This is an optimization exercise on Yosys and OpenROAD, whose aim is small area and a short achievable clock period, not a production implementation. No functional check of the RTL was part of any run shown here.

==> flow/design.v (outline; a module is shown in full before it is edited, if it fits) <==
// module lane_fma: 2408 lines
module lane_fma (
    input  wire        clk,
    input  wire        rst,
    input  wire        in_valid,
    input  wire [2:0]  in_op,
    input  wire [1:0]  in_mod,
    input  wire [31:0] in_a,
    input  wire [31:0] in_b,
    input  wire [31:0] in_c,
    output reg         out_valid,
    output reg  [31:0] out_res,
    output reg         out_clamp,
    output reg         out_bad
);
  // ...
==> flow/flow/run.sh <==
#!/bin/bash
# The standard layout (standard.sh, unchanged synthesis), with two
# settings outside config.mk's list: timing repair aims for 6.5 ns of setup
# slack, and the port buffers are buf_1 cells. make's full output goes to
# standard.log; each ORFS step logs under orfs/logs/.
export SETUP_SLACK_MARGIN=6.5
export BUFFER_PORTS_ARGS="-buffer_cell sky130_fd_sc_hd__buf_1"
bash standard.sh > standard.log 2>&1
==> flow/standard.sh <==
#!/bin/bash
# synth_recipe.tcl (not shown) runs the flow's synth.tcl, then flattens the netlist and writes it again
# the make line also repeats each setting of config.mk as NAME=value (left out here)
make -C /OpenROAD-flow-scripts/flow DESIGN_CONFIG=/design/flow/config.mk WORK_HOME=/design/flow/orfs CLKGATE_MAP_FILE= SYNTH_SCRIPT=/design/flow/synth_recipe.tcl "${@:-finish}"
==> flow/config.mk <==
export PLATFORM = sky130hd
export DESIGN_NAME = lane_fma
export DESIGN_NICKNAME = lane_fma
export VERILOG_FILES = /design/flow/design.v
export SDC_FILE = /design/flow/constraint.sdc
export NUM_CORES = 4
export LEC_CHECK = 0
export CAP_MARGIN = 20
export CORE_MARGIN = 2
export CORE_UTILIZATION = 60
export SLEW_MARGIN = 20
==> flow/constraint.sdc <==
create_clock -name core_clock -period 11.0 [get_ports {clk}]
set_input_delay 2.2000 -clock core_clock [delete_from_list [all_inputs] [get_ports {clk}]]
set_output_delay 2.2000 -clock core_clock [all_outputs]
set_load 0.01 [all_outputs]
==> results_dict.tcl, run 1 <==
set metrics [dict create \
    max_freq_ghz 0.215 \
    place_area_um2 45300 \
    synth_area_per_cell_um2 8.12 \
    area_growth_pct 16.2 \
    synthCells 5449 \
    r2r.worst_path.cells 18 \
    nFlopsAndLatches 416 \
    nFillCells 5779 \
    synthArstFlopShare_pct 0 \
    final_antenna_net_count 0 \
    synth_mux_area_share_pct 4.40 \
    taps 959 \
    outcome "no timing/DRC/antenna violations" \
    yosys.area_share.adder_pct 19.6 \
    finalCriticalPeriod_ns 4.65 \
    worst_setup_path_start_kind "flop" \
    crit_arrival_ns 5.17 \
    layout_common_cells "nand2_1, xnor2_1, dfxtp_1" \
    regMostFlops "r2_q" \
    synth_flop_cell "dfxtp_1" \
    fin_ws_ns 6.35 \
    grt_pass1_wl_mm 254 \
]
==> inputs of run 2 (changes only) <==
--- a/flow/design.v
+++ b/flow/design.v
@@ -2281,17 +2281,17 @@
     wire lz_c13_0 = lz_z9 ? lz_z10 : lz_z7;
     wire lz_c13_1 = lz_z9 ? lz_c12_0 : lz_c9_0;
     wire lz_z14 = lz_z6 & lz_z13;
     wire lz_c14_0 = lz_z6 ? lz_z9 : lz_z2;
     wire lz_c14_1 = lz_z6 ? lz_c13_0 : lz_c6_0;
     wire lz_c14_2 = lz_z6 ? lz_c13_1 : lz_c6_1;
     wire       lzero = lz_z14;
     wire [3:0] lzc = {lz_z6, lz_c14_0, lz_c14_1, lz_c14_2};
-    wire [76:0] mag_ps = mag;
+    wire [76:0] mag_ps = mag << {lz_z6, 6'd0};
     reg        r3_valid;
     reg [1:0]  r3_mod;
     reg        r3_sp_hit, r3_sp_bad, r3_sp_inf, r3_sp_sgn;
     reg        r3_sign, r3_zero;
     reg [76:0] r3_mag;
     reg        r3_stl;
     reg [3:0]  r3_lz;
     reg signed [10:0] r3_e76;
@@ -2305,28 +2305,28 @@
         r3_sp_sgn <= r2_sp_sgn;
         r3_sign   <= r2_psign ^ sneg;
         r3_zero   <= lzero;
         r3_mag    <= mag_ps[76:0];
         r3_stl    <= 1'b0;
         r3_lz     <= lzc;
         r3_e76    <= r2_e76;
     end
-    wire [76:0] nrm4 = r3_mag << {r3_lz[3:0], 3'b000};
+    wire [76:0] nrm4 = r3_mag << {r3_lz[2:0], 3'b000};
     wire [2:0]  f    = nrm4[76] ? 3'd0 : nrm4[75] ? 3'd1 : nrm4[74] ? 3'd2 : nrm4[73] ? 3'd3 : nrm4[72] ? 3'd4 : nrm4[71] ? 3'd5 : nrm4[70] ? 3'd6 : 3'd7;
     wire [76:0] norm = nrm4 << f;
     wire [23:0] mant = norm[76:53];
     wire        rbit = norm[52];
     reg         stc;
     integer     k;
     always @(*) begin
         stc = 1'b0;
         stc = r3_stl;
         for (k = 0; k < 45; k = k + 1)
-            if ({1'b0, r3_lz[3:0], 3'b000} < 8'd45 - k[7:0]) stc = stc | r3_mag[k];
+            if ({1'b0, r3_lz[2:0], 3'b000} < 8'd45 - k[7:0]) stc = stc | r3_mag[k];
     end
     wire sticky = stc | (nrm4[51] && f <= 3'd0) | (nrm4[50] && f <= 3'd1) | (nrm4[49] && f <= 3'd2) | (nrm4[48] && f <= 3'd3) | (nrm4[47] && f <= 3'd4) | (nrm4[46] && f <= 3'd5) | (nrm4[45] && f <= 3'd6);
     wire signed [10:0] ec   = r3_e76 - $signed({4'b0000, r3_lz, 3'b000});
     wire signed [10:0] epre = ec - $signed({8'd0, f});
     wire        rup  = rbit && (sticky || mant[0]);
     wire        mall = &mant;
     wire        mcy  = mall && rup;                  
     wire [22:0] frac = mant[22:0] + {22'd0, rup};    
==> flow/flow/run.sh (replaced) <==
#!/bin/bash
# The standard layout (standard.sh, unchanged synthesis), with two
# settings outside config.mk's list: timing repair aims for 6 ns of setup
# slack, and the port buffers are buf_1 cells. make's full output goes to
# standard.log; each ORFS step logs under orfs/logs/.
export SETUP_SLACK_MARGIN=6
export BUFFER_PORTS_ARGS="-buffer_cell sky130_fd_sc_hd__buf_1"
bash standard.sh > standard.log 2>&1
==> results_dict.tcl, run 2 <==
set metrics [dict create \
    hold_violations 0 \
    cpMaxStageDelayCell "or4b_4" \
    insertion_delay_ns 0.60 \
    skew_ns 0.0289 \
    yosys.area_share.adder_pct 19.8 \
    clockBufferDepth 3 \
    rsz0062_at_grt "yes" \
    hold_path_depth 0 \
    cts_tree "built" \
    path_clk_slew_ns 0.06 \
    wl_per_cell_um 25.8 \
    cts-root-buf "clkbuf_16" \
    vias_per_cell 6.64 \
    instances_no_fill 6396 \
    top_regs "r2_q x127, r3_mag x77, q_ar x32" \
    first_iter_violations 5758 \
    cts_sinks 416 \
    die-area_um2 75400 \
    yosysMostFrequentCell "nand2_1" \
    yosysWarningCount 1 \
    ys_types 91 \
    start_util_pct 60.4 \
    layout_common_cells "nand2_1, xnor2_1, dfxtp_1" \
    row_count 99 \
    r2r_setup_slack_ns 5.92 \
    synth_area_per_cell_um2 8.16 \
    hp-start "r2_e76[8]" \
    worst_setup_path_start_kind "flop" \
    finalSetupViolCount 0 \
    core_area_um2 72700 \
    grt_pass1_vias 40000 \
    synth-seq-cells 416 \
    hp-class "flop to flop" \
    portBuffers 138 \
    post-dp-hpwl_mm 119 \
    timing.rr.end "r3_mag[72]" \
    fp.dieW_um 275 \
    ios 139 \
    grt_pass1_wl_mm 244 \
    period_share_pct 46.2 \
    drive_gt1_share_pct 11.2 \
    routed-via-count 42500 \
    yosys.area_share.simple_pct 17.4 \
    grt-ovfl-total 0 \
    ys_seq_area_share_pct 19.0 \
    synth_flop_cell "dfxtp_1" \
    hold_path_end "r3_e76[8]" \
    synth_edf_count 0 \
    setup_tns_ns 0 \
    cp-end-kind "flop" \
    synthArstFlopShare_pct 0 \
    maxSlewHeadroom_pct 28.9 \
    layout.nets 6013 \
    cts_buffers 45 \
    htree_levels 2 \
    crit_path_cell_trace "ha_4 -> fa_2 -> a21o_1 -> a221o_2 -> a222oi_1 -> buf_4 -> nand3_4 -> a21oi_4 -> buf_8 -> a21o_4 -> buf_16 -> a211oi_4 -> o31a_1 -> or4_4 -> nor4b_4 -> and2_4 -> or4b_4 -> buf_6 -> o22ai_2" \
    drv_slew 0 \
    layout_commonest_cell "nand2_1" \
    grt_max_degree 104 \
    final_antenna_net_count 0 \
    preCtsSetupSlack_ns 4.35 \
    synth_top_area_cell "dfxtp_1" \
    gp_congestion 1.02 \
    synth_top_family_by_area "adder cells" \
    synth_compound_area_share_pct 18.8 \
    die-height_um 275 \
    synth_mux_area_share_pct 6.50 \
    synth_area_um2 43900 \
    rr_startpoint "r2_q[78]" \
    finalCriticalPeriod_ns 5.08 \
    required_ns 11.52 \
    track_usage_pct 42.4 \
    fin_ws_ns 5.92 \
    synth_area_leaders "dfxtp_1, fa_1, xnor2_1" \
    synth_top_cell_area_share_pct 19.0 \
    largest_register_ffs 127 \
    crit_type "flop to flop" \
    wl_mm 165 \
    outcome "no timing/DRC/antenna violations" \
    drc_errors 0 \
    grt_antenna_before_repair 5 \
    worstMarginPinSlew_ns 1.06 \
    placedCellCount 6198 \
    r2r.worst_path.cells 19 \
    synthCells 5381 \
    utilization_pct 67.2 \
    maxCapViolCount 0 \
    dr.pass1.iters 8 \
    synth_commonest_cells "nand2_1, xnor2_1, dfxtp_1" \
    area_growth_pct 11.3 \
    max_freq_ghz 0.197 \
    synth_nets 5995 \
    max_stage_delay_ns 0.59 \
    cp_max_fo 8 \
    crit_arrival_ns 5.61 \
    synth-xor-area-share_pct 12.1 \
    regMostFlops "r2_q" \
]
## run 2: logic make-up after synthesis
| family | count (synthesis) |
|---|---|
| AOI/OAI and AO/OA | 1234 |
| xor gates and xnor gates | 605 |
| adders and majority gates | 510 |
| buffers and inverters | 738 |
| DFF | 416 |
| muxes | 238 |
| and+or+nand+nor | 1640 |
## run 2: worst max path at each step
stage | startpoint | endpoint | slack, ns | cells past startpoint
floorplan | r1_pz | r2_q[102] | 6.00 | 15
global placement | r2_q[70] | r3_mag[4] | 4.42 | 17
detailed placement | r2_q[70] | r3_mag[6] | 4.35 | 17
CTS | r2_q[78] | r3_mag[66] | 5.84 | 19
global route | r2_q[2] | r3_mag[72] | 5.79 | 19
finish | r2_q[78] | r3_mag[72] | 5.92 | 19
## run 2: layout make-up
type	count	area (µm²)
Sequential cell	416	8350
Antenna cell	1	2.50
Clock buffer	63	1330
Tap cell	959	1200
Clock inverter	21	307
Multi-Input combinational cell	4231	33700
Fill cell	6128	23800
Timing Repair Buffer	356	2670
Timing Repair inverter	1	6.26
Inverter	348	1320
## run 2: what timing repair did
item / CTS / global route
buffers inserted: 57 / 35
hold buffers: 0 / 0
setup endpoints to repair: 159 / 104
pin swaps: 65 / 42
gates resized for setup: 147 / 124
gates cloned: 12 / 7
## run 2: routing by layer
metal	vias to the layer above	track usage, %	share of wire (%)
met4	8	24.1	7.2
met2	2985	65.1	43
met5	-	0	0.030
li1	18700	-	-
met3	713	8.88	12
met1	20000	55.5	38
## run 2: metrics by stage
step	hold slack [ns]	area [µm²]
after floorplan	0.310	43900
after detailed placement	0.312	45000
after global placement	0.310	45000
after global routing	0.328	48900
after CTS	0.322	48000
final	0.323	48900
## run 2: critical path: cells and delay by family, from the launching register on
| family | cells | cell delay (ns) |
|---|---|---|
| DFF | 1 | 0.34 |
| adders and majority gates | 2 | 0.50 |
| AOI/OAI and AO/OA | 8 | 1.68 |
| buffers and inverters | 4 | 0.71 |
| and+or+nand+nor | 5 | 1.77 |

==> separate check: timing with driven ports <==
How much do the figures lean on ideal ports? The routed layouts below were timed once more, with nothing changed but the port constraints.
Step 1 sets driving cells, clkbuf_16 on the clock port and buf_2 on the other inputs (assumed; they add their load-dependent delay and slew).
Step 2 adds t to the input delays and takes it off the output delays; t is the mean of the earliest and latest rising clock arrival at the registers after step 1. Input paths then give back, and output paths get back, about the clock's delay inside the block.
a / b / c = ideal ports / drivers / drivers and shift; a / b = the first two.
run | t (ns) | setup slack, ns | hold WS [ns] | cell pins on the clock port's net
run 1 | 0.685 | 6.348 / 6.348 / 5.711 | 0.313 / 0.313 / 0.313 | 1
run 2 | 0.665 | 5.918 / 5.918 / 5.609 | 0.323 / 0.323 / 0.323 | 1
After both steps every run listed still meets setup and hold. The setup slack of run 1, which loses most, moves by 0.000 ns with the drivers and by -0.637 ns with both steps.
